What follows belongs to an exercise in optimizing a design on an open flow for small area and a short achievable clock period; a production flow would make more cautious choices. Function was checked by simulation only, so behaviour that the tests miss may differ from the original. Power and IR drop assume default switching activity.

==> flow/design.v (outline; a module is shown in full before it is edited, if it fits) <==
// module til_lane: 744 lines
// module til_fa: 10 lines
// module til_ha: 9 lines
// module til_lane_unit: 228 lines
module til_lane_unit #(
    parameter LANES = 4
) (
    input                    clk,
    input                    rst,
    input                    issue,
    input  [35:0]            instr,
    input  [LANES*18-1:0]    opa,
    input  [LANES*18-1:0]    opb,
    input  [LANES-1:0]       a_end,
    input  [LANES-1:0]       assigned,
    input                    batch_start,
    input                    flag_clr,
    output [LANES-1:0]       wr_en,
    output [LANES*18-1:0]    wr_data,
    output [LANES-1:0]       pred,
    output [LANES*4-1:0]     flags,
    output reg               trap,
    output reg [3:0]         trap_code
);
  // ...
==> flow/flow/run.sh <==
#!/bin/bash
# Layout flow: the standard ORFS flow (standard.sh, standard synthesis
# unchanged) with three changes.
#  - SETUP_SLACK_MARGIN=9: repair_timing is asked for more setup slack than
#    the 18 ns constraint needs, so that it keeps shortening the worst path.
#  - TNS_END_PERCENT=0: it works on the worst endpoint only.
#  - BUFFER_PORTS_ARGS: every input and output port still gets its own
#    buffer, but a buf_2 rather than the default clkdlybuf4s50_1 delay cell.
# make's output goes to flow.log; each ORFS step writes its own log under
# orfs/logs/.
set -euo pipefail
bash standard.sh SETUP_SLACK_MARGIN=9 TNS_END_PERCENT=0 \
    'BUFFER_PORTS_ARGS=-buffer_cell sky130_fd_sc_hd__buf_2' finish > flow.log 2>&1
==> flow/standard.sh <==
#!/bin/bash
# synth_recipe.tcl (not shown) runs the flow's synth.tcl, then flattens the netlist and writes it again
# the make line also repeats each setting of config.mk as NAME=value (left out here)
make -C /OpenROAD-flow-scripts/flow DESIGN_CONFIG=/design/flow/config.mk WORK_HOME=/design/flow/orfs CLKGATE_MAP_FILE= SYNTH_SCRIPT=/design/flow/synth_recipe.tcl "${@:-finish}"
==> flow/config.mk <==
export PLATFORM = sky130hd
export DESIGN_NAME = til_lane_unit
export DESIGN_NICKNAME = til_lane_unit
export VERILOG_FILES = /design/flow/design.v
export SDC_FILE = /design/flow/constraint.sdc
export NUM_CORES = 8
export LEC_CHECK = 0
export ABC_AREA = 1
export CAP_MARGIN = 20
export CORE_MARGIN = 2
export CORE_UTILIZATION = 35
export PLACE_DENSITY = 0.42
export SLEW_MARGIN = 20
export SYNTH_HIERARCHICAL = 1
==> flow/constraint.sdc <==
create_clock -name core_clock -period 18.0 [get_ports {clk}]
set_input_delay 3.6000 -clock core_clock [delete_from_list [all_inputs] [get_ports {clk}]]
set_output_delay 3.6000 -clock core_clock [all_outputs]
set_load 0.01 [all_outputs]
==> run_results.csv, run 1 <==
group,metric,value,unit
setup_path,timing.critical_path.from_type,"input pin",
layout,comb.multi_input.count,11050,
timing,setup_slack,8.613,ns
placed_design,pre_cts_ws,5.889,ns
detailed_routing,drt_first_pass_iters,9,
detailed_routing,wl_met1,221300,um
power,pg_seq,0.00104,W
setup_path,critPathMaxFanout,8,
detailed_routing,routed_via_density,5.995,
detailed_routing,routed_wl,529600,um
layout,layout_commonest_cell,"nand2_1",
placed_design,place_congestion,0.9832,
power,intPower,0.01017,W
setup_path,cpPeakStageDelay,0.54,ns
layout,multi_input_area,0.07830,mm2
power,p_clk,0.00129,W
timing,fin_crit_sh,52.15,%
clock_tree,cts_buffer_depth,3,
layout,final_util,39.49,%
layout,nClkBuffers,86,
layout,seqAreaFraction,8.702,%
power,power_frac_comb,90.8,%
setup_path,cp.arrival,9.99,ns
clock_tree,h-tree-depth,2,
layout,multi_input_area_share,74.80,%
layout,nFlopsAndLatches,451,
detailed_routing,met3_length,39820,um
clock_tree,cts_root_buf,"clkbuf_16",
die,start_util,35.17,%
global_routing,grt_pass1_wl,739400,um
setup_path,worst-path-stages,33,
power,p_per_area,241.1,mW/mm2
layout,diodes,12,
run_status,outcome,"no timing/DRC/antenna violations",
timing,setup_tns,0,ns
detailed_routing,wire_per_inst,31.01,um
detailed_routing,drc,0,
layout,drive_gt1_share,11.00,%
layout,register_area,0.009109,mm2
min_path,hold_depth,2,
die,std_cell_rows,189,
==> module til_lane, before the edit <==
module til_lane (
    input             clk,
    input             rst,
    input             batch_start,
    input             flag_clr,
    input             exec,
    input             accw,
    input      [31:0] ctl,
    input             opc0,
    input             bg,
    input             accen,
    input      [2:0]  v,
    input      [8:0]  bfld,
    input             tsl,
    input             tsh,
    input      [22:0] nth,
    input      [19:1] fsel,
    input      [17:0] a,
    input      [17:0] b,
    input             a_end,
    input             assigned,
    output reg        p,
    output reg [3:0]  flags,
    output reg        wr_en,
    output reg [17:0] wr_data
);
    reg [41:0] acc0, acc1;
    reg        sat0, sat1, sgn0, sgn1;
    wire en = exec & (p | ctl[27]);
    wire [19:0] xm = {{2{v[1] & a[17]}}, a};
    wire [20:0] y  = {{2{v[0] & b[17]}}, b, 1'b0};
    wire [19:0] pp [0:9];
    wire [9:0]  bneg;
    wire [9:0]  ppc;
    genvar i, j;
    generate
        for (i = 0; i < 10; i = i + 1) begin : g_booth
            wire y2 = y[2*i+2];
            wire y1 = y[2*i+1];
            wire y0 = y[2*i];
            wire one = (y1 ^ y0) & bg;
            wire two = ((y2 & ~y1 & ~y0) | (~y2 & y1 & y0)) & bg;
            assign bneg[i] = y2 ^ opc0;
            assign pp[i][0] = (one & xm[0]) ^ bneg[i];
            for (j = 1; j < 20; j = j + 1) begin : g_pp
                assign pp[i][j] = ((one & xm[j]) | (two & xm[j-1])) ^ bneg[i];
            end
            assign ppc[i] = ((one & xm[19]) | (two & xm[18])) ^ !bneg[i];
        end
    endgenerate
    wire [18:0] xt   = {a[17] & (v[0] | v[1]), a};
    wire [42:0] xt43 = {{24{xt[18]}}, xt};
    wire [42:0] tpre = xt43 << bfld[4:0];
    wire [42:0] trow = ({43{tsl}} & tpre) | ({43{tsh}} & {tpre[10:0], 32'd0});
    wire        trown42 = !(tsl & tpre[42]) & !(tsh & tpre[10]);
    wire [19:1] fit;
    generate
        for (i = 1; i < 19; i = i + 1) begin : g_fit
            assign fit[i] = (xt[18:i-1] == {(19-i+1){xt[18]}});
        end
    endgenerate
    assign fit[19] = 1'b1;
    wire unfit = |(fsel & ~fit);
    wire [41:0] acc0v   = sat0 ? {sgn0, {41{~sgn0}}} : acc0;
    wire [41:0] acc1v   = sat1 ? {sgn1, {41{~sgn1}}} : acc1;
    wire [41:0] acc_cur = v[2] ? acc1v : acc0v;
    wire [41:0] accr    = acc_cur & {42{accen}};
    wire [41:0] accrn   = ~acc_cur | {42{!accen}};
    wire [41:0] nin     = ctl[13] ? {24'd0, a} : acc_cur;
    wire hs0, hc0;
    til_ha u_hs0 (.a(bneg[6]), .b(accr[12]), .s(hs0), .co(hc0));
    wire hs1, hc1;
    til_ha u_hs1 (.a(accr[13]), .b(pp[0][13]), .s(hs1), .co(hc1));
    wire fs0, fc0;
    til_fa u_fs0 (.a(bneg[7]), .b(accr[14]), .c(pp[0][14]), .s(fs0), .co(fc0));
    wire hs2, hc2;
    til_ha u_hs2 (.a(pp[1][12]), .b(pp[2][10]), .s(hs2), .co(hc2));
    wire fs1, fc1;
    til_fa u_fs1 (.a(accr[15]), .b(pp[0][15]), .c(pp[1][13]), .s(fs1), .co(fc1));
    wire hs3, hc3;
    til_ha u_hs3 (.a(pp[2][11]), .b(pp[3][9]), .s(hs3), .co(hc3));
    wire fs2, fc2;
    til_fa u_fs2 (.a(bneg[8]), .b(accr[16]), .c(pp[0][16]), .s(fs2), .co(fc2));
    wire fs3, fc3;
    til_fa u_fs3 (.a(pp[1][14]), .b(pp[2][12]), .c(pp[3][10]), .s(fs3), .co(fc3));
    wire hs4, hc4;
    til_ha u_hs4 (.a(pp[4][8]), .b(pp[5][6]), .s(hs4), .co(hc4));
    wire fs4, fc4;
    til_fa u_fs4 (.a(accr[17]), .b(pp[0][17]), .c(pp[1][15]), .s(fs4), .co(fc4));
    wire fs5, fc5;
    til_fa u_fs5 (.a(pp[2][13]), .b(pp[3][11]), .c(pp[4][9]), .s(fs5), .co(fc5));
    wire hs5, hc5;
    til_ha u_hs5 (.a(pp[5][7]), .b(pp[6][5]), .s(hs5), .co(hc5));
    wire fs6, fc6;
    til_fa u_fs6 (.a(bneg[9]), .b(accr[18]), .c(pp[0][18]), .s(fs6), .co(fc6));
    wire fs7, fc7;
    til_fa u_fs7 (.a(pp[1][16]), .b(pp[2][14]), .c(pp[3][12]), .s(fs7), .co(fc7));
    wire fs8, fc8;
    til_fa u_fs8 (.a(pp[4][10]), .b(pp[5][8]), .c(pp[6][6]), .s(fs8), .co(fc8));
    wire hs6, hc6;
    til_ha u_hs6 (.a(pp[7][4]), .b(pp[8][2]), .s(hs6), .co(hc6));
    wire fs9, fc9;
    til_fa u_fs9 (.a(1'b1), .b(accr[19]), .c(ppc[0]), .s(fs9), .co(fc9));
    wire fs10, fc10;
    til_fa u_fs10 (.a(pp[1][17]), .b(pp[2][15]), .c(pp[3][13]), .s(fs10), .co(fc10));
    wire fs11, fc11;
    til_fa u_fs11 (.a(pp[4][11]), .b(pp[5][9]), .c(pp[6][7]), .s(fs11), .co(fc11));
    wire fs12, fc12;
    til_fa u_fs12 (.a(pp[7][5]), .b(pp[8][3]), .c(pp[9][1]), .s(fs12), .co(fc12));
    wire fs13, fc13;
    til_fa u_fs13 (.a(1'b1), .b(accr[20]), .c(pp[1][18]), .s(fs13), .co(fc13));
    wire fs14, fc14;
    til_fa u_fs14 (.a(pp[2][16]), .b(pp[3][14]), .c(pp[4][12]), .s(fs14), .co(fc14));
    wire fs15, fc15;
    til_fa u_fs15 (.a(pp[5][10]), .b(pp[6][8]), .c(pp[7][6]), .s(fs15), .co(fc15));
    wire hs7, hc7;
    til_ha u_hs7 (.a(pp[8][4]), .b(pp[9][2]), .s(hs7), .co(hc7));
    wire fs16, fc16;
    til_fa u_fs16 (.a(accr[21]), .b(ppc[1]), .c(pp[2][17]), .s(fs16), .co(fc16));
    wire fs17, fc17;
    til_fa u_fs17 (.a(pp[3][15]), .b(pp[4][13]), .c(pp[5][11]), .s(fs17), .co(fc17));
    wire fs18, fc18;
    til_fa u_fs18 (.a(pp[6][9]), .b(pp[7][7]), .c(pp[8][5]), .s(fs18), .co(fc18));
    wire fs19, fc19;
    til_fa u_fs19 (.a(1'b1), .b(accr[22]), .c(pp[2][18]), .s(fs19), .co(fc19));
    wire fs20, fc20;
    til_fa u_fs20 (.a(pp[3][16]), .b(pp[4][14]), .c(pp[5][12]), .s(fs20), .co(fc20));
    wire hs8, hc8;
    til_ha u_hs8 (.a(pp[6][10]), .b(pp[7][8]), .s(hs8), .co(hc8));
    wire fs21, fc21;
    til_fa u_fs21 (.a(accr[23]), .b(ppc[2]), .c(pp[3][17]), .s(fs21), .co(fc21));
    wire fs22, fc22;
    til_fa u_fs22 (.a(pp[4][15]), .b(pp[5][13]), .c(pp[6][11]), .s(fs22), .co(fc22));
    wire fs23, fc23;
    til_fa u_fs23 (.a(1'b1), .b(accr[24]), .c(pp[3][18]), .s(fs23), .co(fc23));
    wire hs9, hc9;
    til_ha u_hs9 (.a(pp[4][16]), .b(pp[5][14]), .s(hs9), .co(hc9));
    wire fs24, fc24;
    til_fa u_fs24 (.a(accr[25]), .b(ppc[3]), .c(pp[4][17]), .s(fs24), .co(fc24));
    wire hs10, hc10;
    til_ha u_hs10 (.a(1'b1), .b(accr[26]), .s(hs10), .co(hc10));
    wire hs11, hc11;
    til_ha u_hs11 (.a(bneg[3]), .b(accr[6]), .s(hs11), .co(hc11));
    wire hs12, hc12;
    til_ha u_hs12 (.a(accr[7]), .b(pp[0][7]), .s(hs12), .co(hc12));
    wire fs25, fc25;
    til_fa u_fs25 (.a(bneg[4]), .b(accr[8]), .c(pp[0][8]), .s(fs25), .co(fc25));
    wire hs13, hc13;
    til_ha u_hs13 (.a(pp[1][6]), .b(pp[2][4]), .s(hs13), .co(hc13));
    wire fs26, fc26;
    til_fa u_fs26 (.a(accr[9]), .b(pp[0][9]), .c(pp[1][7]), .s(fs26), .co(fc26));
    wire hs14, hc14;
    til_ha u_hs14 (.a(pp[2][5]), .b(pp[3][3]), .s(hs14), .co(hc14));
    wire fs27, fc27;
    til_fa u_fs27 (.a(bneg[5]), .b(accr[10]), .c(pp[0][10]), .s(fs27), .co(fc27));
    wire fs28, fc28;
    til_fa u_fs28 (.a(pp[1][8]), .b(pp[2][6]), .c(pp[3][4]), .s(fs28), .co(fc28));
    wire hs15, hc15;
    til_ha u_hs15 (.a(pp[4][2]), .b(pp[5][0]), .s(hs15), .co(hc15));
    wire fs29, fc29;
    til_fa u_fs29 (.a(accr[11]), .b(pp[0][11]), .c(pp[1][9]), .s(fs29), .co(fc29));
    wire fs30, fc30;
    til_fa u_fs30 (.a(pp[2][7]), .b(pp[3][5]), .c(pp[4][3]), .s(fs30), .co(fc30));
    wire hs16, hc16;
    til_ha u_hs16 (.a(pp[5][1]), .b(trow[11]), .s(hs16), .co(hc16));
    wire fs31, fc31;
    til_fa u_fs31 (.a(pp[0][12]), .b(pp[1][10]), .c(pp[2][8]), .s(fs31), .co(fc31));
    wire fs32, fc32;
    til_fa u_fs32 (.a(pp[3][6]), .b(pp[4][4]), .c(pp[5][2]), .s(fs32), .co(fc32));
    wire fs33, fc33;
    til_fa u_fs33 (.a(pp[6][0]), .b(hs0), .c(trow[12]), .s(fs33), .co(fc33));
    wire fs34, fc34;
    til_fa u_fs34 (.a(pp[1][11]), .b(pp[2][9]), .c(pp[3][7]), .s(fs34), .co(fc34));
    wire fs35, fc35;
    til_fa u_fs35 (.a(pp[4][5]), .b(pp[5][3]), .c(pp[6][1]), .s(fs35), .co(fc35));
    wire fs36, fc36;
    til_fa u_fs36 (.a(hc0), .b(hs1), .c(trow[13]), .s(fs36), .co(fc36));
    wire fs37, fc37;
    til_fa u_fs37 (.a(pp[3][8]), .b(pp[4][6]), .c(pp[5][4]), .s(fs37), .co(fc37));
    wire fs38, fc38;
    til_fa u_fs38 (.a(pp[6][2]), .b(pp[7][0]), .c(hc1), .s(fs38), .co(fc38));
    wire fs39, fc39;
    til_fa u_fs39 (.a(hs2), .b(fs0), .c(trow[14]), .s(fs39), .co(fc39));
    wire fs40, fc40;
    til_fa u_fs40 (.a(pp[4][7]), .b(pp[5][5]), .c(pp[6][3]), .s(fs40), .co(fc40));
    wire fs41, fc41;
    til_fa u_fs41 (.a(pp[7][1]), .b(hc2), .c(hs3), .s(fs41), .co(fc41));
    wire fs42, fc42;
    til_fa u_fs42 (.a(fc0), .b(fs1), .c(trow[15]), .s(fs42), .co(fc42));
    wire fs43, fc43;
    til_fa u_fs43 (.a(pp[6][4]), .b(pp[7][2]), .c(pp[8][0]), .s(fs43), .co(fc43));
    wire fs44, fc44;
    til_fa u_fs44 (.a(hc3), .b(hs4), .c(fc1), .s(fs44), .co(fc44));
    wire fs45, fc45;
    til_fa u_fs45 (.a(fs2), .b(fs3), .c(trow[16]), .s(fs45), .co(fc45));
    wire fs46, fc46;
    til_fa u_fs46 (.a(pp[7][3]), .b(pp[8][1]), .c(hc4), .s(fs46), .co(fc46));
    wire fs47, fc47;
    til_fa u_fs47 (.a(hs5), .b(fc2), .c(fc3), .s(fs47), .co(fc47));
    wire fs48, fc48;
    til_fa u_fs48 (.a(fs4), .b(fs5), .c(trow[17]), .s(fs48), .co(fc48));
    wire fs49, fc49;
    til_fa u_fs49 (.a(pp[9][0]), .b(hc5), .c(hs6), .s(fs49), .co(fc49));
    wire fs50, fc50;
    til_fa u_fs50 (.a(fc4), .b(fc5), .c(fs6), .s(fs50), .co(fc50));
    wire fs51, fc51;
    til_fa u_fs51 (.a(fs7), .b(fs8), .c(trow[18]), .s(fs51), .co(fc51));
    wire fs52, fc52;
    til_fa u_fs52 (.a(hc6), .b(fc6), .c(fc7), .s(fs52), .co(fc52));
    wire fs53, fc53;
    til_fa u_fs53 (.a(fc8), .b(fs9), .c(fs10), .s(fs53), .co(fc53));
    wire fs54, fc54;
    til_fa u_fs54 (.a(fs11), .b(fs12), .c(trow[19]), .s(fs54), .co(fc54));
    wire fs55, fc55;
    til_fa u_fs55 (.a(hs7), .b(fc9), .c(fc10), .s(fs55), .co(fc55));
    wire fs56, fc56;
    til_fa u_fs56 (.a(fc11), .b(fc12), .c(fs13), .s(fs56), .co(fc56));
    wire fs57, fc57;
    til_fa u_fs57 (.a(fs14), .b(fs15), .c(trow[20]), .s(fs57), .co(fc57));
    wire fs58, fc58;
    til_fa u_fs58 (.a(pp[9][3]), .b(hc7), .c(fc13), .s(fs58), .co(fc58));
    wire fs59, fc59;
    til_fa u_fs59 (.a(fc14), .b(fc15), .c(fs16), .s(fs59), .co(fc59));
    wire fs60, fc60;
    til_fa u_fs60 (.a(fs17), .b(fs18), .c(trow[21]), .s(fs60), .co(fc60));
    wire fs61, fc61;
    til_fa u_fs61 (.a(pp[8][6]), .b(pp[9][4]), .c(hs8), .s(fs61), .co(fc61));
    wire fs62, fc62;
    til_fa u_fs62 (.a(fc16), .b(fc17), .c(fc18), .s(fs62), .co(fc62));
    wire fs63, fc63;
    til_fa u_fs63 (.a(fs19), .b(fs20), .c(trow[22]), .s(fs63), .co(fc63));
    wire fs64, fc64;
    til_fa u_fs64 (.a(pp[7][9]), .b(pp[8][7]), .c(pp[9][5]), .s(fs64), .co(fc64));
    wire fs65, fc65;
    til_fa u_fs65 (.a(hc8), .b(fc19), .c(fc20), .s(fs65), .co(fc65));
    wire fs66, fc66;
    til_fa u_fs66 (.a(fs21), .b(fs22), .c(trow[23]), .s(fs66), .co(fc66));
    wire fs67, fc67;
    til_fa u_fs67 (.a(pp[6][12]), .b(pp[7][10]), .c(pp[8][8]), .s(fs67), .co(fc67));
    wire fs68, fc68;
    til_fa u_fs68 (.a(pp[9][6]), .b(hs9), .c(fc21), .s(fs68), .co(fc68));
    wire fs69, fc69;
    til_fa u_fs69 (.a(fc22), .b(fs23), .c(trow[24]), .s(fs69), .co(fc69));
    wire fs70, fc70;
    til_fa u_fs70 (.a(pp[5][15]), .b(pp[6][13]), .c(pp[7][11]), .s(fs70), .co(fc70));
    wire fs71, fc71;
    til_fa u_fs71 (.a(pp[8][9]), .b(pp[9][7]), .c(hc9), .s(fs71), .co(fc71));
    wire fs72, fc72;
    til_fa u_fs72 (.a(fc23), .b(fs24), .c(trow[25]), .s(fs72), .co(fc72));
    wire fs73, fc73;
    til_fa u_fs73 (.a(pp[4][18]), .b(pp[5][16]), .c(pp[6][14]), .s(fs73), .co(fc73));
    wire fs74, fc74;
    til_fa u_fs74 (.a(pp[7][12]), .b(pp[8][10]), .c(pp[9][8]), .s(fs74), .co(fc74));
    wire fs75, fc75;
    til_fa u_fs75 (.a(hs10), .b(fc24), .c(trow[26]), .s(fs75), .co(fc75));
    wire fs76, fc76;
    til_fa u_fs76 (.a(accr[27]), .b(ppc[4]), .c(pp[5][17]), .s(fs76), .co(fc76));
    wire fs77, fc77;
    til_fa u_fs77 (.a(pp[6][15]), .b(pp[7][13]), .c(pp[8][11]), .s(fs77), .co(fc77));
    wire fs78, fc78;
    til_fa u_fs78 (.a(pp[9][9]), .b(hc10), .c(trow[27]), .s(fs78), .co(fc78));
    wire fs79, fc79;
    til_fa u_fs79 (.a(1'b1), .b(accr[28]), .c(pp[5][18]), .s(fs79), .co(fc79));
    wire fs80, fc80;
    til_fa u_fs80 (.a(pp[6][16]), .b(pp[7][14]), .c(pp[8][12]), .s(fs80), .co(fc80));
    wire hs17, hc17;
    til_ha u_hs17 (.a(pp[9][10]), .b(trow[28]), .s(hs17), .co(hc17));
    wire fs81, fc81;
    til_fa u_fs81 (.a(accr[29]), .b(ppc[5]), .c(pp[6][17]), .s(fs81), .co(fc81));
    wire fs82, fc82;
    til_fa u_fs82 (.a(pp[7][15]), .b(pp[8][13]), .c(pp[9][11]), .s(fs82), .co(fc82));
    wire fs83, fc83;
    til_fa u_fs83 (.a(1'b1), .b(accr[30]), .c(pp[6][18]), .s(fs83), .co(fc83));
    wire hs18, hc18;
    til_ha u_hs18 (.a(pp[7][16]), .b(pp[8][14]), .s(hs18), .co(hc18));
    wire fs84, fc84;
    til_fa u_fs84 (.a(accr[31]), .b(ppc[6]), .c(pp[7][17]), .s(fs84), .co(fc84));
    wire hs19, hc19;
    til_ha u_hs19 (.a(1'b1), .b(accr[32]), .s(hs19), .co(hc19));
    wire hs20, hc20;
    til_ha u_hs20 (.a(bneg[1]), .b(accr[2]), .s(hs20), .co(hc20));
    wire hs21, hc21;
    til_ha u_hs21 (.a(accr[3]), .b(pp[0][3]), .s(hs21), .co(hc21));
    wire fs85, fc85;
    til_fa u_fs85 (.a(bneg[2]), .b(accr[4]), .c(pp[0][4]), .s(fs85), .co(fc85));
    wire hs22, hc22;
    til_ha u_hs22 (.a(pp[1][2]), .b(pp[2][0]), .s(hs22), .co(hc22));
    wire fs86, fc86;
    til_fa u_fs86 (.a(accr[5]), .b(pp[0][5]), .c(pp[1][3]), .s(fs86), .co(fc86));
    wire hs23, hc23;
    til_ha u_hs23 (.a(pp[2][1]), .b(trow[5]), .s(hs23), .co(hc23));
    wire fs87, fc87;
    til_fa u_fs87 (.a(pp[0][6]), .b(pp[1][4]), .c(pp[2][2]), .s(fs87), .co(fc87));
    wire fs88, fc88;
    til_fa u_fs88 (.a(pp[3][0]), .b(hs11), .c(trow[6]), .s(fs88), .co(fc88));
    wire fs89, fc89;
    til_fa u_fs89 (.a(pp[1][5]), .b(pp[2][3]), .c(pp[3][1]), .s(fs89), .co(fc89));
    wire fs90, fc90;
    til_fa u_fs90 (.a(hc11), .b(hs12), .c(trow[7]), .s(fs90), .co(fc90));
    wire fs91, fc91;
    til_fa u_fs91 (.a(pp[3][2]), .b(pp[4][0]), .c(hc12), .s(fs91), .co(fc91));
    wire fs92, fc92;
    til_fa u_fs92 (.a(hs13), .b(fs25), .c(trow[8]), .s(fs92), .co(fc92));
    wire fs93, fc93;
    til_fa u_fs93 (.a(pp[4][1]), .b(hc13), .c(hs14), .s(fs93), .co(fc93));
    wire fs94, fc94;
    til_fa u_fs94 (.a(fc25), .b(fs26), .c(trow[9]), .s(fs94), .co(fc94));
    wire fs95, fc95;
    til_fa u_fs95 (.a(hc14), .b(hs15), .c(fc26), .s(fs95), .co(fc95));
    wire fs96, fc96;
    til_fa u_fs96 (.a(fs27), .b(fs28), .c(trow[10]), .s(fs96), .co(fc96));
    wire fs97, fc97;
    til_fa u_fs97 (.a(hc15), .b(fc27), .c(fc28), .s(fs97), .co(fc97));
    wire fs98, fc98;
    til_fa u_fs98 (.a(fs29), .b(fs30), .c(hs16), .s(fs98), .co(fc98));
    wire fs99, fc99;
    til_fa u_fs99 (.a(fc29), .b(fc30), .c(fs31), .s(fs99), .co(fc99));
    wire fs100, fc100;
    til_fa u_fs100 (.a(fs32), .b(hc16), .c(fs33), .s(fs100), .co(fc100));
    wire fs101, fc101;
    til_fa u_fs101 (.a(fc31), .b(fc32), .c(fs34), .s(fs101), .co(fc101));
    wire fs102, fc102;
    til_fa u_fs102 (.a(fs35), .b(fc33), .c(fs36), .s(fs102), .co(fc102));
    wire fs103, fc103;
    til_fa u_fs103 (.a(fc34), .b(fc35), .c(fs37), .s(fs103), .co(fc103));
    wire fs104, fc104;
    til_fa u_fs104 (.a(fs38), .b(fc36), .c(fs39), .s(fs104), .co(fc104));
    wire fs105, fc105;
    til_fa u_fs105 (.a(fc37), .b(fs40), .c(fc38), .s(fs105), .co(fc105));
    wire fs106, fc106;
    til_fa u_fs106 (.a(fs41), .b(fc39), .c(fs42), .s(fs106), .co(fc106));
    wire fs107, fc107;
    til_fa u_fs107 (.a(fc40), .b(fs43), .c(fc41), .s(fs107), .co(fc107));
    wire fs108, fc108;
    til_fa u_fs108 (.a(fs44), .b(fc42), .c(fs45), .s(fs108), .co(fc108));
    wire fs109, fc109;
    til_fa u_fs109 (.a(fc43), .b(fs46), .c(fc44), .s(fs109), .co(fc109));
    wire fs110, fc110;
    til_fa u_fs110 (.a(fs47), .b(fc45), .c(fs48), .s(fs110), .co(fc110));
    wire fs111, fc111;
    til_fa u_fs111 (.a(fc46), .b(fs49), .c(fc47), .s(fs111), .co(fc111));
    wire fs112, fc112;
    til_fa u_fs112 (.a(fs50), .b(fc48), .c(fs51), .s(fs112), .co(fc112));
    wire fs113, fc113;
    til_fa u_fs113 (.a(fc49), .b(fc50), .c(fs52), .s(fs113), .co(fc113));
    wire fs114, fc114;
    til_fa u_fs114 (.a(fs53), .b(fc51), .c(fs54), .s(fs114), .co(fc114));
    wire fs115, fc115;
    til_fa u_fs115 (.a(fc52), .b(fc53), .c(fs55), .s(fs115), .co(fc115));
    wire fs116, fc116;
    til_fa u_fs116 (.a(fs56), .b(fc54), .c(fs57), .s(fs116), .co(fc116));
    wire fs117, fc117;
    til_fa u_fs117 (.a(fc55), .b(fc56), .c(fs58), .s(fs117), .co(fc117));
    wire fs118, fc118;
    til_fa u_fs118 (.a(fs59), .b(fc57), .c(fs60), .s(fs118), .co(fc118));
    wire fs119, fc119;
    til_fa u_fs119 (.a(fs61), .b(fc58), .c(fc59), .s(fs119), .co(fc119));
    wire fs120, fc120;
    til_fa u_fs120 (.a(fs62), .b(fc60), .c(fs63), .s(fs120), .co(fc120));
    wire fs121, fc121;
    til_fa u_fs121 (.a(fs64), .b(fc61), .c(fc62), .s(fs121), .co(fc121));
    wire fs122, fc122;
    til_fa u_fs122 (.a(fs65), .b(fc63), .c(fs66), .s(fs122), .co(fc122));
    wire fs123, fc123;
    til_fa u_fs123 (.a(fc64), .b(fs67), .c(fc65), .s(fs123), .co(fc123));
    wire fs124, fc124;
    til_fa u_fs124 (.a(fs68), .b(fc66), .c(fs69), .s(fs124), .co(fc124));
    wire fs125, fc125;
    til_fa u_fs125 (.a(fc67), .b(fs70), .c(fs71), .s(fs125), .co(fc125));
    wire fs126, fc126;
    til_fa u_fs126 (.a(fc68), .b(fc69), .c(fs72), .s(fs126), .co(fc126));
    wire fs127, fc127;
    til_fa u_fs127 (.a(fc70), .b(fs73), .c(fs74), .s(fs127), .co(fc127));
    wire fs128, fc128;
    til_fa u_fs128 (.a(fc71), .b(fc72), .c(fs75), .s(fs128), .co(fc128));
    wire fs129, fc129;
    til_fa u_fs129 (.a(fc73), .b(fc74), .c(fs76), .s(fs129), .co(fc129));
    wire fs130, fc130;
    til_fa u_fs130 (.a(fs77), .b(fc75), .c(fs78), .s(fs130), .co(fc130));
    wire fs131, fc131;
    til_fa u_fs131 (.a(fc76), .b(fc77), .c(fs79), .s(fs131), .co(fc131));
    wire fs132, fc132;
    til_fa u_fs132 (.a(fs80), .b(hs17), .c(fc78), .s(fs132), .co(fc132));
    wire fs133, fc133;
    til_fa u_fs133 (.a(fc79), .b(fc80), .c(fs81), .s(fs133), .co(fc133));
    wire fs134, fc134;
    til_fa u_fs134 (.a(fs82), .b(trow[29]), .c(hc17), .s(fs134), .co(fc134));
    wire fs135, fc135;
    til_fa u_fs135 (.a(pp[9][12]), .b(hs18), .c(fc81), .s(fs135), .co(fc135));
    wire fs136, fc136;
    til_fa u_fs136 (.a(fc82), .b(fs83), .c(trow[30]), .s(fs136), .co(fc136));
    wire fs137, fc137;
    til_fa u_fs137 (.a(pp[8][15]), .b(pp[9][13]), .c(hc18), .s(fs137), .co(fc137));
    wire fs138, fc138;
    til_fa u_fs138 (.a(fc83), .b(fs84), .c(trow[31]), .s(fs138), .co(fc138));
    wire fs139, fc139;
    til_fa u_fs139 (.a(pp[7][18]), .b(pp[8][16]), .c(pp[9][14]), .s(fs139), .co(fc139));
    wire fs140, fc140;
    til_fa u_fs140 (.a(hs19), .b(fc84), .c(trow[32]), .s(fs140), .co(fc140));
    wire fs141, fc141;
    til_fa u_fs141 (.a(accr[33]), .b(ppc[7]), .c(pp[8][17]), .s(fs141), .co(fc141));
    wire fs142, fc142;
    til_fa u_fs142 (.a(pp[9][15]), .b(hc19), .c(trow[33]), .s(fs142), .co(fc142));
    wire fs143, fc143;
    til_fa u_fs143 (.a(1'b1), .b(accr[34]), .c(pp[8][18]), .s(fs143), .co(fc143));
    wire hs24, hc24;
    til_ha u_hs24 (.a(pp[9][16]), .b(trow[34]), .s(hs24), .co(hc24));
    wire fs144, fc144;
    til_fa u_fs144 (.a(accr[35]), .b(ppc[8]), .c(pp[9][17]), .s(fs144), .co(fc144));
    wire hs25, hc25;
    til_ha u_hs25 (.a(1'b1), .b(accr[36]), .s(hs25), .co(hc25));
    wire hs26, hc26;
    til_ha u_hs26 (.a(bneg[0]), .b(accr[0]), .s(hs26), .co(hc26));
    wire hs27, hc27;
    til_ha u_hs27 (.a(accr[1]), .b(pp[0][1]), .s(hs27), .co(hc27));
    wire fs145, fc145;
    til_fa u_fs145 (.a(pp[0][2]), .b(pp[1][0]), .c(hs20), .s(fs145), .co(fc145));
    wire fs146, fc146;
    til_fa u_fs146 (.a(pp[1][1]), .b(hc20), .c(hs21), .s(fs146), .co(fc146));
    wire fs147, fc147;
    til_fa u_fs147 (.a(hc21), .b(hs22), .c(fs85), .s(fs147), .co(fc147));
    wire fs148, fc148;
    til_fa u_fs148 (.a(hc22), .b(fc85), .c(fs86), .s(fs148), .co(fc148));
    wire fs149, fc149;
    til_fa u_fs149 (.a(fc86), .b(fs87), .c(hc23), .s(fs149), .co(fc149));
    wire fs150, fc150;
    til_fa u_fs150 (.a(fc87), .b(fs89), .c(fc88), .s(fs150), .co(fc150));
    wire fs151, fc151;
    til_fa u_fs151 (.a(fc89), .b(fs91), .c(fc90), .s(fs151), .co(fc151));
    wire fs152, fc152;
    til_fa u_fs152 (.a(fc91), .b(fs93), .c(fc92), .s(fs152), .co(fc152));
    wire fs153, fc153;
    til_fa u_fs153 (.a(fc93), .b(fs95), .c(fc94), .s(fs153), .co(fc153));
    wire fs154, fc154;
    til_fa u_fs154 (.a(fc95), .b(fs97), .c(fc96), .s(fs154), .co(fc154));
    wire fs155, fc155;
    til_fa u_fs155 (.a(fc97), .b(fs99), .c(fc98), .s(fs155), .co(fc155));
    wire fs156, fc156;
    til_fa u_fs156 (.a(fc99), .b(fs101), .c(fc100), .s(fs156), .co(fc156));
    wire fs157, fc157;
    til_fa u_fs157 (.a(fc101), .b(fs103), .c(fc102), .s(fs157), .co(fc157));
    wire fs158, fc158;
    til_fa u_fs158 (.a(fc103), .b(fs105), .c(fc104), .s(fs158), .co(fc158));
    wire fs159, fc159;
    til_fa u_fs159 (.a(fc105), .b(fs107), .c(fc106), .s(fs159), .co(fc159));
    wire fs160, fc160;
    til_fa u_fs160 (.a(fc107), .b(fs109), .c(fc108), .s(fs160), .co(fc160));
    wire fs161, fc161;
    til_fa u_fs161 (.a(fc109), .b(fs111), .c(fc110), .s(fs161), .co(fc161));
    wire fs162, fc162;
    til_fa u_fs162 (.a(fc111), .b(fs113), .c(fc112), .s(fs162), .co(fc162));
    wire fs163, fc163;
    til_fa u_fs163 (.a(fc113), .b(fs115), .c(fc114), .s(fs163), .co(fc163));
    wire fs164, fc164;
    til_fa u_fs164 (.a(fc115), .b(fs117), .c(fc116), .s(fs164), .co(fc164));
    wire fs165, fc165;
    til_fa u_fs165 (.a(fc117), .b(fs119), .c(fc118), .s(fs165), .co(fc165));
    wire fs166, fc166;
    til_fa u_fs166 (.a(fc119), .b(fs121), .c(fc120), .s(fs166), .co(fc166));
    wire fs167, fc167;
    til_fa u_fs167 (.a(fc121), .b(fs123), .c(fc122), .s(fs167), .co(fc167));
    wire fs168, fc168;
    til_fa u_fs168 (.a(fs125), .b(fc123), .c(fc124), .s(fs168), .co(fc168));
    wire fs169, fc169;
    til_fa u_fs169 (.a(fs127), .b(fc125), .c(fc126), .s(fs169), .co(fc169));
    wire fs170, fc170;
    til_fa u_fs170 (.a(fc127), .b(fs129), .c(fc128), .s(fs170), .co(fc170));
    wire fs171, fc171;
    til_fa u_fs171 (.a(fc129), .b(fs131), .c(fc130), .s(fs171), .co(fc171));
    wire fs172, fc172;
    til_fa u_fs172 (.a(fc131), .b(fs133), .c(fs134), .s(fs172), .co(fc172));
    wire fs173, fc173;
    til_fa u_fs173 (.a(fc133), .b(fs135), .c(fs136), .s(fs173), .co(fc173));
    wire fs174, fc174;
    til_fa u_fs174 (.a(fs137), .b(fc135), .c(fc136), .s(fs174), .co(fc174));
    wire fs175, fc175;
    til_fa u_fs175 (.a(fs139), .b(fc137), .c(fc138), .s(fs175), .co(fc175));
    wire fs176, fc176;
    til_fa u_fs176 (.a(fc139), .b(fs141), .c(fc140), .s(fs176), .co(fc176));
    wire fs177, fc177;
    til_fa u_fs177 (.a(fc141), .b(fs143), .c(hs24), .s(fs177), .co(fc177));
    wire fs178, fc178;
    til_fa u_fs178 (.a(fc143), .b(fs144), .c(trow[35]), .s(fs178), .co(fc178));
    wire fs179, fc179;
    til_fa u_fs179 (.a(pp[9][18]), .b(hs25), .c(fc144), .s(fs179), .co(fc179));
    wire fs180, fc180;
    til_fa u_fs180 (.a(accr[37]), .b(ppc[9]), .c(hc25), .s(fs180), .co(fc180));
    wire hs28, hc28;
    til_ha u_hs28 (.a(1'b1), .b(accr[38]), .s(hs28), .co(hc28));
    wire hs29, hc29;
    til_ha u_hs29 (.a(1'b1), .b(accr[39]), .s(hs29), .co(hc29));
    wire hs30, hc30;
    til_ha u_hs30 (.a(1'b1), .b(accr[40]), .s(hs30), .co(hc30));
    wire hs31, hc31;
    til_ha u_hs31 (.a(pp[0][0]), .b(hs26), .s(hs31), .co(hc31));
    wire fs181, fc181;
    til_fa u_fs181 (.a(hc26), .b(hs27), .c(trow[1]), .s(fs181), .co(fc181));
    wire fs182, fc182;
    til_fa u_fs182 (.a(hc27), .b(trow[2]), .c(fs145), .s(fs182), .co(fc182));
    wire fs183, fc183;
    til_fa u_fs183 (.a(trow[3]), .b(fc145), .c(fs146), .s(fs183), .co(fc183));
    wire fs184, fc184;
    til_fa u_fs184 (.a(trow[4]), .b(fc146), .c(fs147), .s(fs184), .co(fc184));
    wire fs185, fc185;
    til_fa u_fs185 (.a(hs23), .b(fc147), .c(fs148), .s(fs185), .co(fc185));
    wire fs186, fc186;
    til_fa u_fs186 (.a(fc148), .b(fs88), .c(fs149), .s(fs186), .co(fc186));
    wire fs187, fc187;
    til_fa u_fs187 (.a(fs90), .b(fc149), .c(fs150), .s(fs187), .co(fc187));
    wire fs188, fc188;
    til_fa u_fs188 (.a(fs92), .b(fc150), .c(fs151), .s(fs188), .co(fc188));
    wire fs189, fc189;
    til_fa u_fs189 (.a(fs94), .b(fc151), .c(fs152), .s(fs189), .co(fc189));
    wire fs190, fc190;
    til_fa u_fs190 (.a(fs96), .b(fc152), .c(fs153), .s(fs190), .co(fc190));
    wire fs191, fc191;
    til_fa u_fs191 (.a(fs98), .b(fc153), .c(fs154), .s(fs191), .co(fc191));
    wire fs192, fc192;
    til_fa u_fs192 (.a(fc154), .b(fs100), .c(fs155), .s(fs192), .co(fc192));
    wire fs193, fc193;
    til_fa u_fs193 (.a(fs102), .b(fc155), .c(fs156), .s(fs193), .co(fc193));
    wire fs194, fc194;
    til_fa u_fs194 (.a(fs104), .b(fc156), .c(fs157), .s(fs194), .co(fc194));
    wire fs195, fc195;
    til_fa u_fs195 (.a(fs106), .b(fc157), .c(fs158), .s(fs195), .co(fc195));
    wire fs196, fc196;
    til_fa u_fs196 (.a(fs108), .b(fc158), .c(fs159), .s(fs196), .co(fc196));
    wire fs197, fc197;
    til_fa u_fs197 (.a(fs110), .b(fc159), .c(fs160), .s(fs197), .co(fc197));
    wire fs198, fc198;
    til_fa u_fs198 (.a(fs112), .b(fc160), .c(fs161), .s(fs198), .co(fc198));
    wire fs199, fc199;
    til_fa u_fs199 (.a(fs114), .b(fc161), .c(fs162), .s(fs199), .co(fc199));
    wire fs200, fc200;
    til_fa u_fs200 (.a(fs116), .b(fc162), .c(fs163), .s(fs200), .co(fc200));
    wire fs201, fc201;
    til_fa u_fs201 (.a(fs118), .b(fc163), .c(fs164), .s(fs201), .co(fc201));
    wire fs202, fc202;
    til_fa u_fs202 (.a(fs120), .b(fc164), .c(fs165), .s(fs202), .co(fc202));
    wire fs203, fc203;
    til_fa u_fs203 (.a(fs122), .b(fc165), .c(fs166), .s(fs203), .co(fc203));
    wire fs204, fc204;
    til_fa u_fs204 (.a(fs124), .b(fc166), .c(fs167), .s(fs204), .co(fc204));
    wire fs205, fc205;
    til_fa u_fs205 (.a(fs126), .b(fc167), .c(fs168), .s(fs205), .co(fc205));
    wire fs206, fc206;
    til_fa u_fs206 (.a(fs128), .b(fc168), .c(fs169), .s(fs206), .co(fc206));
    wire fs207, fc207;
    til_fa u_fs207 (.a(fs130), .b(fc169), .c(fs170), .s(fs207), .co(fc207));
    wire fs208, fc208;
    til_fa u_fs208 (.a(fs132), .b(fc170), .c(fs171), .s(fs208), .co(fc208));
    wire fs209, fc209;
    til_fa u_fs209 (.a(fc132), .b(fs172), .c(fc171), .s(fs209), .co(fc209));
    wire fs210, fc210;
    til_fa u_fs210 (.a(fc134), .b(fs173), .c(fc172), .s(fs210), .co(fc210));
    wire fs211, fc211;
    til_fa u_fs211 (.a(fs138), .b(fc173), .c(fs174), .s(fs211), .co(fc211));
    wire fs212, fc212;
    til_fa u_fs212 (.a(fs140), .b(fc174), .c(fs175), .s(fs212), .co(fc212));
    wire fs213, fc213;
    til_fa u_fs213 (.a(fs142), .b(fc175), .c(fs176), .s(fs213), .co(fc213));
    wire fs214, fc214;
    til_fa u_fs214 (.a(fc142), .b(fs177), .c(fc176), .s(fs214), .co(fc214));
    wire fs215, fc215;
    til_fa u_fs215 (.a(hc24), .b(fs178), .c(fc177), .s(fs215), .co(fc215));
    wire fs216, fc216;
    til_fa u_fs216 (.a(trow[36]), .b(fs179), .c(fc178), .s(fs216), .co(fc216));
    wire fs217, fc217;
    til_fa u_fs217 (.a(trow[37]), .b(fs180), .c(fc179), .s(fs217), .co(fc217));
    wire fs218, fc218;
    til_fa u_fs218 (.a(hs28), .b(fc180), .c(trow[38]), .s(fs218), .co(fc218));
    wire fs219, fc219;
    til_fa u_fs219 (.a(hc28), .b(hs29), .c(trow[39]), .s(fs219), .co(fc219));
    wire fs220, fc220;
    til_fa u_fs220 (.a(hc29), .b(hs30), .c(trow[40]), .s(fs220), .co(fc220));
    wire fs221, fc221;
    til_fa u_fs221 (.a(accrn[41]), .b(hc30), .c(trow[41]), .s(fs221), .co(fc221));
    wire [43:0] tsum = {1'b1, fc221, fc220, fc219, fc218, fc217, fc216, fc215, fc214, fc213, fc212, fc211, fc210, fc209, fc208, fc207, fc206, fc205, fc204, fc203, fc202, fc201, fc200, fc199, fc198, fc197, fc196, fc195, fc194, fc193, fc192, fc191, fc190, fc189, fc188, fc187, fc186, fc185, fc184, fc183, fc182, fc181, hc31, trow[0]};
    wire [43:0] tcar = {1'b0, trown42, fs221, fs220, fs219, fs218, fs217, fs216, fs215, fs214, fs213, fs212, fs211, fs210, fs209, fs208, fs207, fs206, fs205, fs204, fs203, fs202, fs201, fs200, fs199, fs198, fs197, fs196, fs195, fs194, fs193, fs192, fs191, fs190, fs189, fs188, fs187, fs186, fs185, fs184, fs183, fs182, fs181, hs31};
    wire [43:0] cg0 = tsum & tcar;
    wire [43:0] cp0 = tsum ^ tcar;
    wire [43:0] cg [0:6];
    wire [43:0] cp [0:6];
    assign cg[0] = cg0;
    assign cp[0] = cp0;
    generate
        for (i = 0; i < 6; i = i + 1) begin : g_pfx
            for (j = 0; j < 44; j = j + 1) begin : g_bit
                if ((j >> i) & 1) begin : g_op
                    assign cg[i+1][j] = cg[i][j] | (cp[i][j] & cg[i][((j >> i) << i) - 1]);
                    assign cp[i+1][j] = cp[i][j] & cp[i][((j >> i) << i) - 1];
                end else begin : g_pass
                    assign cg[i+1][j] = cg[i][j];
                    assign cp[i+1][j] = cp[i][j];
                end
            end
        end
    endgenerate
    wire [43:0] ccar = {cg[6][42:0], 1'b0};        
    wire [43:0] ssum = cp0 ^ ccar;
    wire [2:0]  top0 = tsum[43:41] + tcar[43:41];
    wire [2:0]  top1 = tsum[43:41] + tcar[43:41] + 3'd1;
    wire        ovf0 = !(top0 == 3'b000 || top0 == 3'b111);
    wire        ovf1 = !(top1 == 3'b000 || top1 == 3'b111);
    wire        ovf  = ccar[41] ? ovf1 : ovf0;
    wire        big  = ctl[3] & unfit;
    wire        sat_acc = ovf | big;
    wire        sat_neg = big ? xt[18] : ssum[43];
    wire        clr   = rst | batch_start;
    wire        we0   = accw & p & !v[2];
    wire        we1   = accw & p &  v[2];
    wire        hold0 = !clr & !we0;
    wire        hold1 = !clr & !we1;
    wire        ld0   = !clr & we0;
    wire        ld1   = !clr & we1;
    wire [41:0] acc0_d = ({42{hold0}} & acc0) | ({42{ld0}} & ssum[41:0]);
    wire [41:0] acc1_d = ({42{hold1}} & acc1) | ({42{ld1}} & ssum[41:0]);
    wire [5:0] ns = bfld[5:0];
    wire       nsg = nin[41];
    reg [42:0] w;           
    reg        sticky;
    integer    k;
    always @(*) begin
        w = {nin, 1'b0};
        sticky = 1'b0;
        if (ns[5]) begin
            sticky = sticky | (|w[31:0]);
            w = {{32{nsg}}, w[42:32]};
        end
        if (ns[4]) begin
            sticky = sticky | (|w[15:0]);
            w = {{16{nsg}}, w[42:16]};
        end
        if (ns[3]) begin
            sticky = sticky | (|w[7:0]);
            w = {{8{nsg}}, w[42:8]};
        end
        if (ns[2]) begin
            sticky = sticky | (|w[3:0]);
            w = {{4{nsg}}, w[42:4]};
        end
        if (ns[1]) begin
            sticky = sticky | (|w[1:0]);
            w = {{2{nsg}}, w[42:2]};
        end
        if (ns[0]) begin
            sticky = sticky | w[0];
            w = {nsg, w[42:1]};
        end
    end
    wire        nguard = w[0];
    wire [18:0] nq     = w[19:1];
    wire [40:18] hiok;
    generate
        for (i = 18; i <= 40; i = i + 1) begin : g_hi
            assign hiok[i] = nth[i-18] | (nin[i] == nsg);
        end
    endgenerate
    wire        ninr   = &hiok;
    wire        nup    = ctl[30] & nguard & (sticky | nq[0]);
    wire [19:0] nr     = {nq[18], nq} + {19'd0, nup};
    wire        n_sfit = (nr[19:17] == 3'b000) | (nr[19:17] == 3'b111);
    wire        n_hi   = ninr ? (v[0] ? (!nr[19] & !n_sfit) : (!nr[19] & nr[18])) : !nsg;
    wire        n_lo   = ninr ? (v[0] ? (nr[19] & !n_sfit) : nr[19]) : nsg;
    wire        sx    = ctl[11];
    wire        inv_a = ctl[9] | (ctl[10] & a[17]);
    wire        use_b = !(ctl[9] | ctl[10]);
    wire        cin   = ctl[8] | inv_a;
    wire [19:0] pa    = {{2{sx & a[17]}}, a} ^ {20{inv_a}};
    wire [19:0] qb    = ({{2{sx & b[17]}}, b} ^ {20{ctl[8]}}) & {20{use_b}};
    wire [20:0] asum1 = {pa, cin} + {qb, cin};
    wire [19:0] asum  = asum1[20:1];
    wire        lt    = asum[19];
    wire        eq    = (a == b);
    wire        a_hi  = v[0] ? (!asum[19] & (asum[18] | asum[17])) : (!asum[19] & asum[18]);
    wire        a_lo  = v[0] ? (asum[19] & !(asum[18] & asum[17])) : asum[19];
    reg cond;
    always @(*) begin
        case (v)
            3'd0:    cond = eq;
            3'd1:    cond = !eq;
            3'd2:    cond = lt;
            3'd3:    cond = lt | eq;
            3'd4:    cond = !lt & !eq;
            default: cond = !lt;
        endcase
    end
    wire shl_hi = unfit & !xt[18];
    wire shl_lo = unfit & xt[18];
    wire cv_hi  = !v[1] & v[0] & a[17];
    wire cv_lo  = v[1] & !v[0] & a[17];
    wire sat_hi = (ctl[6] & n_hi) | (ctl[7] & a_hi) | (ctl[12] & shl_hi) | (ctl[14] & cv_hi);
    wire sat_lo = (ctl[6] & n_lo) | (ctl[7] & a_lo) | (ctl[12] & shl_lo) | (ctl[14] & cv_lo);
    wire s_a = ctl[15] | ctl[14] | (ctl[20] & lt) | (ctl[21] & !lt) | (ctl[19] & p);
    wire s_b = (ctl[20] & !lt) | (ctl[21] & lt) | (ctl[19] & !p);
    wire [17:0] raw = ({18{ctl[6] | ctl[13]}}  & nr[17:0])
                    | ({18{ctl[7]}}  & asum[17:0])
                    | ({18{ctl[12]}} & trow[17:0])
                    | ({18{s_a}}     & a)
                    | ({18{s_b}}     & b)
                    | ({18{ctl[16]}} & (a & b))
                    | ({18{ctl[17]}} & (a | b))
                    | ({18{ctl[18]}} & (a ^ b))
                    | ({18{ctl[22]}} & {14'd0, flags});
    wire [17:0] d_val = sat_hi ? {~v[0], {17{1'b1}}} :
                        sat_lo ? {v[0], 17'd0} : raw;
    reg p_next;
    always @(*) begin
        if (ctl[26]) begin
            case (v[1:0])
                2'b00: p_next = 1'b1;
                2'b01: p_next = !p;
                2'b10: p_next = 1'b0;
                default: p_next = assigned;
            endcase
        end else if (ctl[24])
            p_next = ctl[25] ? (p & cond) : cond;
        else
            p_next = p;
    end
    wire       sat_any = sat_hi | sat_lo;
    wire [3:0] fl_set  = {a_end, ctl[29] & sat_any, ctl[6] & sat_any, ctl[4] & sat_acc};
    wire [3:0] fl_clr  = bfld[3:0] & {4{ctl[23]}};
    wire       fkeep   = !(rst | flag_clr);
    wire [3:0] fhold   = {4{fkeep}} & flags & ~({4{en}} & fl_clr);
    wire       facc    = fkeep & accw & p;
    wire [3:0] flags_d = {fhold[3:1] | ({3{fkeep & en}} & fl_set[3:1]),
                          fhold[0] | (facc & big) | (facc & ovf)};
    always @(posedge clk) begin
        acc0 <= acc0_d;
        acc1 <= acc1_d;
        sat0 <= (hold0 & sat0) | (ld0 & sat_acc);
        sat1 <= (hold1 & sat1) | (ld1 & sat_acc);
        if (we0) sgn0 <= sat_neg;
        if (we1) sgn1 <= sat_neg;
        if (rst | batch_start)
            p <= 1'b1;
        else if (en)
            p <= p_next;
        flags <= flags_d;
        wr_en   <= !rst & en & ctl[28];
        wr_data <= d_val;
    end
endmodule
==> module til_lane_unit, before the edit <==
module til_lane_unit #(
    parameter LANES = 4
) (
    input                    clk,
    input                    rst,
    input                    issue,
    input  [35:0]            instr,
    input  [LANES*18-1:0]    opa,
    input  [LANES*18-1:0]    opb,
    input  [LANES-1:0]       a_end,
    input  [LANES-1:0]       assigned,
    input                    batch_start,
    input                    flag_clr,
    output [LANES-1:0]       wr_en,
    output [LANES*18-1:0]    wr_data,
    output [LANES-1:0]       pred,
    output [LANES*4-1:0]     flags,
    output reg               trap,
    output reg [3:0]         trap_code
);
    wire [5:0] opc  = instr[35:30];
    wire [2:0] v    = instr[29:27];
    wire [8:0] dfld = instr[26:18];
    wire [8:0] afld = instr[17:9];
    wire [8:0] bfld = instr[8:0];
    wire v_zero = (v == 3'd0);
    wire k_gt41 = bfld[5] & (bfld[4] | (bfld[3] & (bfld[2] | bfld[1])));
    wire n_gt17 = bfld[4] & (bfld[3] | bfld[2] | bfld[1]);
    wire d_zero = (dfld == 9'd0);
    wire a_zero = (afld == 9'd0);
    wire b_zero = (bfld == 9'd0);
    reg lane_op;
    reg undefined;
    reg bad_field;
    always @(*) begin
        lane_op   = 1'b0;
        undefined = 1'b0;
        bad_field = 1'b0;
        case (opc)
            6'h00: begin                                    
                lane_op   = 1'b1;
                bad_field = !(v_zero && d_zero && a_zero && b_zero);
            end
            6'h01, 6'h02, 6'h03, 6'h04, 6'h05, 6'h06, 6'h07,
            6'h08, 6'h09, 6'h0C, 6'h0D,
            6'h29, 6'h2A, 6'h2B, 6'h2C: ;                   
            6'h0A: begin                                    
                lane_op   = 1'b1;
                bad_field = !(v_zero && a_zero && b_zero);
            end
            6'h0B: begin                                    
                lane_op   = 1'b1;
                bad_field = !(v_zero && d_zero && a_zero && bfld[8:4] == 5'd0);
            end
            6'h10, 6'h11, 6'h12: begin                      
                lane_op   = 1'b1;
                bad_field = !d_zero;
            end
            6'h13, 6'h14: begin                             
                lane_op   = 1'b1;
                bad_field = v[0] || !d_zero || bfld[8:6] != 3'd0 || k_gt41;
            end
            6'h15: begin                                    
                lane_op   = 1'b1;
                bad_field = !a_zero || bfld[8:6] != 3'd0 || k_gt41;
            end
            6'h16, 6'h17, 6'h1A, 6'h1B: begin               
                lane_op   = 1'b1;
                bad_field = v[2:1] != 2'd0;
            end
            6'h18, 6'h19: begin                             
                lane_op   = 1'b1;
                bad_field = v != 3'b001 || !b_zero;
            end
            6'h1C, 6'h1D: begin                             
                lane_op   = 1'b1;
                bad_field = v[2:1] != 2'd0 || bfld[8:5] != 4'd0 || n_gt17;
            end
            6'h1E: begin                                    
                lane_op   = 1'b1;
                bad_field = v[2] || !b_zero;
            end
            6'h1F: begin                                    
                lane_op   = 1'b1;
                bad_field = !v_zero || !b_zero;
            end
            6'h20, 6'h21, 6'h22, 6'h23: begin               
                lane_op   = 1'b1;
                bad_field = !v_zero;
            end
            6'h24, 6'h25, 6'h26, 6'h27: begin               
                lane_op   = 1'b1;
                bad_field = v[2:1] == 2'b11 || !d_zero;
            end
            6'h28: begin                                    
                lane_op   = 1'b1;
                bad_field = v[2] || !d_zero || !a_zero || !b_zero;
            end
            default: undefined = 1'b1;                      
        endcase
    end
    wire take  = issue && !batch_start;
    wire exec  = take && lane_op && !bad_field;
    wire acc_grp = (opc[5:2] == 4'b0100) | (opc == 6'h14);            
    wire acc_ld  = opc[2] | (opc[1] & opc[0]);                        
    wire accw    = take & acc_grp & d_zero &
                   !(acc_ld & (v[0] | (bfld[8:6] != 3'd0) | k_gt41));
    always @(posedge clk) begin
        if (rst)
            trap <= 1'b0;
        else
            trap <= take && (undefined || (lane_op && bad_field));
        trap_code <= {2'b00, !undefined, undefined};
    end
    wire op_mac    = (opc == 6'h10);
    wire op_msu    = (opc == 6'h11);
    wire op_mul    = (opc == 6'h12);
    wire op_accld  = (opc == 6'h13);
    wire op_accadd = (opc == 6'h14);
    wire op_narrow = (opc == 6'h15);
    wire op_add    = (opc == 6'h16);
    wire op_sub    = (opc == 6'h17);
    wire op_neg    = (opc == 6'h18);
    wire op_abs    = (opc == 6'h19);
    wire op_min    = (opc == 6'h1A);
    wire op_max    = (opc == 6'h1B);
    wire op_shl    = (opc == 6'h1C);
    wire op_shr    = (opc == 6'h1D);
    wire op_conv   = (opc == 6'h1E);
    wire op_mov    = (opc == 6'h1F);
    wire op_and    = (opc == 6'h20);
    wire op_or     = (opc == 6'h21);
    wire op_xor    = (opc == 6'h22);
    wire op_sel    = (opc == 6'h23);
    wire op_cmp    = (opc[5:2] == 4'b1001);                 
    wire op_setp   = (opc == 6'h28);
    wire op_flagrd = (opc == 6'h0A);
    wire op_flagclr= (opc == 6'h0B);
    wire op_booth  = op_mac | op_msu | op_mul;
    wire op_ld     = op_accld | op_accadd;
    wire bg    = !(opc[2] | (opc[1] & opc[0]));
    wire ten   = !bg;
    wire accen = !opc[1] | opc[2];
    wire tsl = ten && !bfld[5];
    wire tsh = ten &&  bfld[5];
    wire [22:0] nth;
    genvar t;
    generate
        for (t = 0; t < 23; t = t + 1) begin : g_th
            assign nth[t] = (bfld[5:0] > t);
        end
    endgenerate
    wire [5:0] shl_m = 6'd18 - {1'b0, bfld[4:0]} + {5'd0, !v[0]};
    wire [5:0] ld_m  = 6'd43 - bfld[5:0];
    wire [19:1] fsel;
    generate
        for (t = 1; t < 20; t = t + 1) begin : g_fsel
            assign fsel[t] = (op_shl && shl_m == t) ||
                             (op_ld && bfld[5:0] >= 6'd25 && ld_m == t);
        end
    endgenerate
    wire [31:0] ctl;
    assign ctl[0]  = op_booth;                    
    assign ctl[1]  = op_msu;                      
    assign ctl[2]  = !(op_mul | op_accld);        
    assign ctl[3]  = op_ld;                       
    assign ctl[4]  = op_booth | op_ld;            
    assign ctl[5]  = 1'b0;
    assign ctl[6]  = op_narrow;
    assign ctl[7]  = op_add | op_sub | op_neg | op_abs;    
    assign ctl[8]  = op_sub | op_min | op_max | op_cmp;    
    assign ctl[9]  = op_neg;
    assign ctl[10] = op_abs;
    assign ctl[11] = op_cmp ? !opc[0] : v[0];     
    assign ctl[12] = op_shl;
    assign ctl[13] = op_shr;
    assign ctl[14] = op_conv;
    assign ctl[15] = op_mov;
    assign ctl[16] = op_and;
    assign ctl[17] = op_or;
    assign ctl[18] = op_xor;
    assign ctl[19] = op_sel;
    assign ctl[20] = op_min;
    assign ctl[21] = op_max;
    assign ctl[22] = op_flagrd;
    assign ctl[23] = op_flagclr;
    assign ctl[24] = op_cmp;
    assign ctl[25] = opc[1];                      
    assign ctl[26] = op_setp;
    assign ctl[27] = op_sel | op_cmp | op_setp;   
    assign ctl[28] = op_narrow | op_add | op_sub | op_neg | op_abs | op_min |
                     op_max | op_shl | op_shr | op_conv | op_mov | op_and |
                     op_or | op_xor | op_sel | op_flagrd;    
    assign ctl[29] = op_add | op_sub | op_neg | op_abs | op_shl | op_conv;   
    assign ctl[30] = op_narrow & !v[1];           
    assign ctl[31] = 1'b0;
    genvar l;
    generate
        for (l = 0; l < LANES; l = l + 1) begin : g_lane
            til_lane u_lane (
                .clk        (clk),
                .rst        (rst),
                .batch_start(batch_start),
                .flag_clr   (flag_clr),
                .exec       (exec),
                .accw       (accw),
                .ctl        (ctl),
                .opc0       (opc[0]),
                .bg         (bg),
                .accen      (accen),
                .v          (v),
                .bfld       (bfld),
                .tsl        (tsl),
                .tsh        (tsh),
                .nth        (nth),
                .fsel       (fsel),
                .a          (opa[l*18 +: 18]),
                .b          (opb[l*18 +: 18]),
                .a_end      (a_end[l]),
                .assigned   (assigned[l]),
                .p          (pred[l]),
                .flags      (flags[l*4 +: 4]),
                .wr_en      (wr_en[l]),
                .wr_data    (wr_data[l*18 +: 18])
            );
        end
    endgenerate
endmodule
==> run 2, diff against run 1 <==
--- a/flow/design.v
+++ b/flow/design.v
@@ -6,11 +6,8 @@
     input             exec,
-    input             accw,
+    input             take_dz,
+    input             ld_bad,
     input      [31:0] ctl,
-    input             opc0,
-    input             bg,
-    input             accen,
+    input      [5:0]  opc,
     input      [2:0]  v,
     input      [8:0]  bfld,
-    input             tsl,
-    input             tsh,
     input      [22:0] nth,
@@ -29,2 +26,11 @@
     wire en = exec & (p | ctl[27]);
+    wire bg     = !(opc[2] | (opc[1] & opc[0]));
+    wire ten    = !bg;
+    wire accen  = !opc[1] | opc[2];
+    wire tsl    = ten & !bfld[5];
+    wire tsh    = ten &  bfld[5];
+    wire opc0   = opc[0];
+    wire acc_grp = (opc[5:2] == 4'b0100) | (opc == 6'h14);
+    wire acc_ld  = opc[2] | (opc[1] & opc[0]);
+    wire accw    = take_dz & acc_grp & !(acc_ld & ld_bad);
     wire [19:0] xm = {{2{v[1] & a[17]}}, a};
@@ -866,6 +872,4 @@
     wire exec  = take && lane_op && !bad_field;
-    wire acc_grp = (opc[5:2] == 4'b0100) | (opc == 6'h14);            
-    wire acc_ld  = opc[2] | (opc[1] & opc[0]);                        
-    wire accw    = take & acc_grp & d_zero &
-                   !(acc_ld & (v[0] | (bfld[8:6] != 3'd0) | k_gt41));
+    wire take_dz = take & d_zero;
+    wire ld_bad  = v[0] | (bfld[8:6] != 3'd0) | k_gt41;
     always @(posedge clk) begin
@@ -903,7 +907,2 @@
     wire op_ld     = op_accld | op_accadd;
-    wire bg    = !(opc[2] | (opc[1] & opc[0]));
-    wire ten   = !bg;
-    wire accen = !opc[1] | opc[2];
-    wire tsl = ten && !bfld[5];
-    wire tsh = ten &&  bfld[5];
     wire [22:0] nth;
@@ -968,11 +967,8 @@
                 .exec       (exec),
-                .accw       (accw),
+                .take_dz    (take_dz),
+                .ld_bad     (ld_bad),
                 .ctl        (ctl),
-                .opc0       (opc[0]),
-                .bg         (bg),
-                .accen      (accen),
+                .opc        (opc),
                 .v          (v),
                 .bfld       (bfld),
-                .tsl        (tsl),
-                .tsh        (tsh),
                 .nth        (nth),
==> run 2 against run 1 <==
  * Sequential cell count unchanged
  * Final area rose by 0.71%
  * Register-to-register slack better by 0.05 ns
  * Via count shrank 0.72%
  * Largest cell class unchanged
==> run_results.csv, run 2 <==
group,metric,value,unit
run_status,outcome,"no timing/DRC/antenna violations",
clock_tree,cts_root_buf,"clkbuf_16",
setup_path,cp.arrival,9.83,ns
layout,drive_gt1_share,13.18,%
clock_tree,path_clk_slew,0.06,ns
synth,ys_warn_count,8,
layout,layout_common_cells,"2483 x nand2_1, 1369 x nand3_1, 1030 x o22ai_1",
setup_path,reg2reg_from,"g_lane[2].u_lane.sat0",
detailed_routing,routed-via-count,101700,
timing,setup_tns,0,ns
setup_path,critPathMaxFanout,15,
synth,avgSynthCellArea,7.024,um2
synth,synth_area,0.09243,mm2
timing,maxSlewHeadroom,14.49,%
detailed_routing,antenna_left,0,
timing,setup_viol,0,
setup_path,crit_required,18.61,ns
power,irDropWorstVdd,626.8,uV
timing,hold_slack,0.4662,ns
clock_tree,h-tree-depth,2,
placed_design,port_buffers,291,
global_routing,antenna_found_initial,23,
setup_path,worstSetupPathType,"in2reg",
setup_path,reg2reg_depth,20,
detailed_routing,drt_first_pass_iters,8,
clock_tree,cts_buffer_depth,3,
layout,area_growth,14.05,%
global_routing,grt_max_degree,122,
detailed_routing,met3_length,44300,um
global_routing,grt-ovfl-total,0,
detailed_routing,routed_via_density,6.036,
detailed_routing,wire_per_inst,30.86,um
detailed_routing,drc,0,
global_routing,grt_pass1_vias,98320,
detailed_routing,drtIter0Drc,11920,
clock_tree,cts_tree,"built",
detailed_routing,routed_wl,519800,um
setup_path,critPathCaptureType,"flip-flop",
die,start_util,35.21,%
power,leakage,46.00,nW
timing,hold_viol_final,0,
setup_path,timing.critical_path.from_type,"input pin",
timing,worst_pin_slew,1.283,ns
min_path,worstHoldEndpoint,"g_lane[1].u_lane.acc0[33]",
timing,post-route-min-period,9.224,ns
die,die_h,517.9,um
clock_tree,insertion_delay,0.77,ns
timing,max_freq,0.1084,GHz
die,ioPinCount,294,
timing,finalClockSkew,0.06871,ns
synth,syn_inst,13160,
min_path,min_path_type,"reg2reg",
die,std_cell_rows,188,
min_path,hold_depth,2,
placed_design,dp_hpwl,390700,um
layout,final_nets,14910,
power,p_per_area,244.1,mW/mm2
timing,rsz0062_at_grt,"yes",
global_routing,grt_pass1_wl,727500,um
min_path,min_from,"g_lane[1].u_lane.acc0[33]",
timing,drv_slew,0,
job,drv_cap,0,
global_routing,track_usage,36.98,%
timing,fin_crit_sh,51.25,%
clock_tree,cts_sinks,451,
layout,layout_commonest_cell,"nand2_1",
setup_path,rrSetupSlack,11.30,ns
clock_tree,numCtsBuffers,60,
die,die-area,0.2682,mm2
die,die_x,517.9,um
die,core,0.2625,mm2
layout,reg.largest.list,"g_lane.u_lane.acc0: 168 flops, g_lane.u_lane.acc1: 168 flops, g_lane.u_lane.wr_data: 72 flops",
placed_design,place_congestion,0.9982,
detailed_routing,dr_wl_met2,227800,um
detailed_routing,highest_layer,"met5",
detailed_routing,wl_met1,217500,um
setup_path,reg2reg_to,"g_lane[2].u_lane.acc0[32]",
[run 2: worst max-delay path, cell delays in order]
cell,delay [ns]
buf_2,0.15
buf_12,0.17
clkinvlp_4,0.10
buf_12,0.16
nand2_8,0.11
nor3_4,0.25
clkinv_4,0.13
buf_4,0.19
buf_4,0.14
o22ai_2,0.14
xor2_1,0.23
fa_2,0.51
fa_2,0.41
fa_2,0.37
fa_1,0.50
fa_1,0.58
ha_4,0.24
a21oi_1,0.13
o21bai_1,0.07
a21oi_1,0.22
o21ai_2,0.11
a21oi_4,0.22
o21bai_1,0.13
a21o_1,0.19
a21oi_1,0.17
xor2_1,0.42
o22ai_1,0.11
[run 2: report_power, final]
part / switching, W / internal, W
clock: 0.000559 / 0.000708
sequential: 0.00000750 / 0.00103
combinational: 0.0148 / 0.00866
total: 0.0153 / 0.0104
[run 2: stage by stage]
stage	instances	setup slack, ns	util (%)	area [um2]	total power [W]
after global placement	16400	6.288	36.99	97110	0.02156
after floorplan	13210	8.977	-	93030	0.01385
after detailed placement	16410	6.189	37.01	97150	0.02161
final	16840	8.776	40.16	105400	0.02573
after CTS	16730	8.888	39.35	103300	0.02433
after global routing	16840	8.615	40.15	105400	0.02747
[run 2: what timing repair did]
action | CTS | global route
setup endpoints to repair | 360 | 288
buffers inserted | 198 | 97
cloned | 18 | 5
hold buffers | 0 | 0
gates resized for setup | 531 | 293
pin swaps | 56 | 113
endpoints found under the hold margin | 0 | 0
[run 2: cell type report]
class	instances	area (um2)
timing repair buffer	832	6606
fill	27940	157100
inverter	1143	4586
tap	3515	4398
clock inverter	30	305.3
antenna	10	25.02
timing repair inverter	10	67.56
clock buffer	80	1698
sequential	451	9109
multi-input combinational	10770	78630
[run 2: per-layer routing]
metal,GRT usage [%],vias up
met5,0,-
met4,18.12,14
met3,6.585,1034
met2,57.41,5212
met1,49.32,50240
li1,-,45170
[run 2: worst max path at each step]
stage	to	slack [ns]	depth (start not counted)	startpoint
3_3_place_gp	g_lane[1].u_lane.sat0	6.29	30	instr[31]
3_5_place_dp	g_lane[1].u_lane.flags[0]	6.19	29	instr[31]
5_1_grt	g_lane[1].u_lane.sat0	8.62	31	instr[32]
2_1_floorplan	g_lane[1].u_lane.acc0[31]	8.98	27	instr[32]
6_report	g_lane[1].u_lane.acc0[27]	8.78	27	instr[32]
4_1_cts	g_lane[0].u_lane.sat0	8.89	30	instr[30]

separate check: timing with driven ports:
Ports are ideal in the flow. The routed layouts listed here were re-timed in OpenROAD. Step 1, drivers: a clkbuf_16 drives clk and a buf_2 each remaining input, both assumed. Step 2 also shifts input and output timing later by t, the mid clock arrival at the registers, as if the neighbouring blocks saw the same clock. a / b / c = ideal ports / drivers / drivers and shift; a / b = the first two.
run | t, ns | slack for setup (ns) | worst setup path at the end | latest minus earliest clock arrival (ns)
run 1 | 0.839 | 8.613 / 8.557 / 7.719 | input to register | 0.027 / 0.027
run 2 | 0.829 | 8.776 / 8.783 / 7.954 | input to register | 0.081 / 0.082
After both steps setup and hold are still met in every run listed. For run 1, which loses most, drivers alone change the setup slack by -0.056 ns; drivers and shift together by -0.894 ns.
